This design comes from an exercise in tuning for small area and a short achievable clock period on the open sky130 flow, not from production work.
In this exercise RTL edits were held to simulation tests only and were not proved equivalent to the original.
Power and IR drop assume default switching activity.

## main
==> flow/design.v (excerpt) <==
module xf_add (
    input  wire         clk,
    input  wire         rst,
    input  wire         in_valid,
    input  wire [159:0] in_a,
    input  wire [159:0] in_b,
    output reg          out_valid,
    output reg  [159:0] out_s,
    output reg  [2:0]   out_flags    
);
    wire [10:0]  p1_d_ab;
    wire [9:0]   p1_d_ba;
    wire [1:0]   p1_cls;
    wire         p1_finite, p1_sat, p1_inex, p1_invalid;
    xf_add_front u_front (
        .a(in_a), .b(in_b),
        .d_ab(p1_d_ab), .d_ba(p1_d_ba),
        .cls(p1_cls), .finite(p1_finite), .sat(p1_sat), .inex(p1_inex),
        .invalid(p1_invalid)
    );
    reg         r1_valid;
    reg [127:0] r1_va, r1_vb;
    reg [10:0]  r1_d_ab;
    reg [9:0]   r1_d_ba;
    reg [9:0]   r1_ga, r1_gb;
    reg [1:0]   r1_cls;
    reg         r1_finite, r1_sat, r1_inex, r1_invalid;
    always @(posedge clk) begin
        if (rst)
            r1_valid <= 1'b0;
        else
            r1_valid <= in_valid;
        r1_va      <= in_a[127:0];
        r1_vb      <= in_b[127:0];
  ...
Size in the first run: about 3600 cells after synthesis, ~730 flip-flops, about 490 I/O pins, ~0.036 sq mm of cells after synthesis.
clock: 12.0 ns
lec_check: 0
cap_margin: 20
core_margin: 2
core_utilization: 55
slew_margin: 20
standard.sh (not shown) runs the stock make flow with config.mk's settings and CLKGATE_MAP_FILE= SYNTH_SCRIPT=/design/flow/synth_recipe.tcl, a recipe that flattens the netlist after the stock synthesis.
==> flow/flow/run.sh <==
#!/bin/bash
# The standard layout, with timing repair (after CTS and after global
# routing) aiming for setup slack of at least 7 ns at the design's period.
set -euo pipefail
bash standard.sh SETUP_SLACK_MARGIN=7 finish > standard_flow.log 2>&1
main finished every stage and its layout cleared the timing, DRC and antenna checks.
The inputs of the feature branch differ from those of main as listed below.
==> flow/flow/run.sh <==
#!/bin/bash
# The standard layout, with timing repair (after CTS and after global
# routing) aiming for setup slack of at least 8 ns at the design's period.
set -euo pipefail
bash standard.sh SETUP_SLACK_MARGIN=8 finish > standard_flow.log 2>&1
[summary]
- Measured against each other, the feature branch and main differ in slack of the worst reg-to-reg path, the lower figure coming from main.
- Changes observed in the feature branch relative to main: number of DRC markers after the initial detailed-route iteration +24%, number of inserted diodes +5, area of placed instances ~0 delta, maximum number of pins on one net before global-route repair -7.
- The feature branch ends up with a fraction of area in registers that is 2.5 points lower than in main.
- The feature branch: switching power total 9.9% above main
- In the feature branch, critical path required time is lower than in main.
- The internal power contribution number comes out lower for main vs the feature branch.

---

xf_add, a different RTL version from the one above (not shown whole).
Size in the first run: roughly 4,700 cells after synthesis, ~710 flip-flops, about 490 I/O pins.
clock: 12.0 ns
lec_check: 0
abc_area: 1
cap_margin: 20
core_margin: 2
core_utilization: 55
slew_margin: 20
==> flow/flow/run.sh <==
#!/bin/bash
# The standard layout, with two changes: timing repair (after CTS and after
# global routing) aims for setup slack of at least 9 ns at the design's
# period, and every port still gets a buffer, but the smallest one
# (buf_1) instead of the clkdlybuf4s50_1 that buffer_ports picks by itself.
set -euo pipefail
bash standard.sh SETUP_SLACK_MARGIN=9 \
  "BUFFER_PORTS_ARGS=-buffer_cell sky130_fd_sc_hd__buf_1" \
  finish > standard_flow.log 2>&1
The baseline completed and failed the layout checks on max-capacitance violations, max-slew violations.
Edit:
--- a/flow/flow/run.sh
+++ b/flow/flow/run.sh
@@ -3 +3 @@
-# global routing) aims for setup slack of at least 9 ns at the design's
+# global routing) aims for setup slack of at least 8 ns at the design's
@@ -7 +7 @@
-bash standard.sh SETUP_SLACK_MARGIN=9 \
+bash standard.sh SETUP_SLACK_MARGIN=8 \
Settings changed: CAP_MARGIN 20 to 40, SLEW_MARGIN 20 to 40, TNS_END_PERCENT set to 20.
Now the flow ran to the end with no violations.
Fmax went down by a few percent.
Routed wire length went down by roughly a tenth.
Setup slack loses 0.17 ns.
Cell area falls by a little under a tenth.
Critical path depth grows by 6.
Global-route usage decreases by 3.3 points.
Worst hold slack improves by 0.0039 ns.
Via count goes down by a few percent.
Core utilization fell by 5.1 points.
Edit:
Settings changed: CORE_UTILIZATION 55 to 62.
Total power goes up by 1.7%. Cell area stays flat. Clock-buffer cell count goes down by 4.
Edit:
Settings changed: CORE_UTILIZATION 62 to 55, TNS_END_PERCENT 20 to not set.
Hold slack hardly moves.
Die area increases by about 13%.
Final cell count increases by 1.9%.
Worst setup slack improved by 0.11 ns.
Clock power increases by about 3%.
Critical path depth increases by 2.
Area after synthesis stays the same.
Edit:
Settings changed: CAP_MARGIN 40 to 20, SLEW_MARGIN 40 to 20, TNS_END_PERCENT set to 20.
After rerunning: The changed run passed the timing, DRC and antenna checks. Fmax decreases by 3.5%. Die area does not change. Synthesized cell count does not change. Worst hold slack barely changes. Critical path depth goes down by 5. Sequential share of layout area came out lower by 0.20 points. Wire length climbs by 0.74%. Non-clock buffer count rises by 10.

==> separate check: timing with driven ports <==
The results above use ideal ports. As a check the final layouts listed here were re-extracted and re-timed, cells and wires unchanged.
Step 1 (the two cells are an assumption about what drives the block):
set clk [get_ports {clk}]
set_driving_cell -lib_cell sky130_fd_sc_hd__clkbuf_16 $clk
set_driving_cell -lib_cell sky130_fd_sc_hd__buf_2 [delete_from_list [all_inputs] $clk]
Step 2 times the ports against the registers' clock, not the clock port: input delays grow and output delays shrink by t, the midpoint of the rising clock arrivals with the driver on.
Slacks: ideal / step 1 / step 2; pairs: ideal / step 1.
run	t, ns	slack for setup (ns)	pins driven straight from the clock port
main	0.695	6.899 / 6.899 / 6.892	1
the feature branch	0.701	7.464 / 7.393 / 7.433	1
the first run of note 2	0.696	8.258 / 8.258 / 7.796	1
the second run of note 2	0.675	8.092 / 8.092 / 7.500	1
the third run of note 2	0.686	8.008 / 8.008 / 7.473	1
the fourth run of note 2	0.688	8.115 / 8.115 / 7.538	1
the fifth run of note 2	0.677	7.975 / 7.975 / 7.545	1
For the second run of note 2, which loses most, drivers alone change the setup slack by 0.000 ns; drivers and shift together by -0.592 ns.
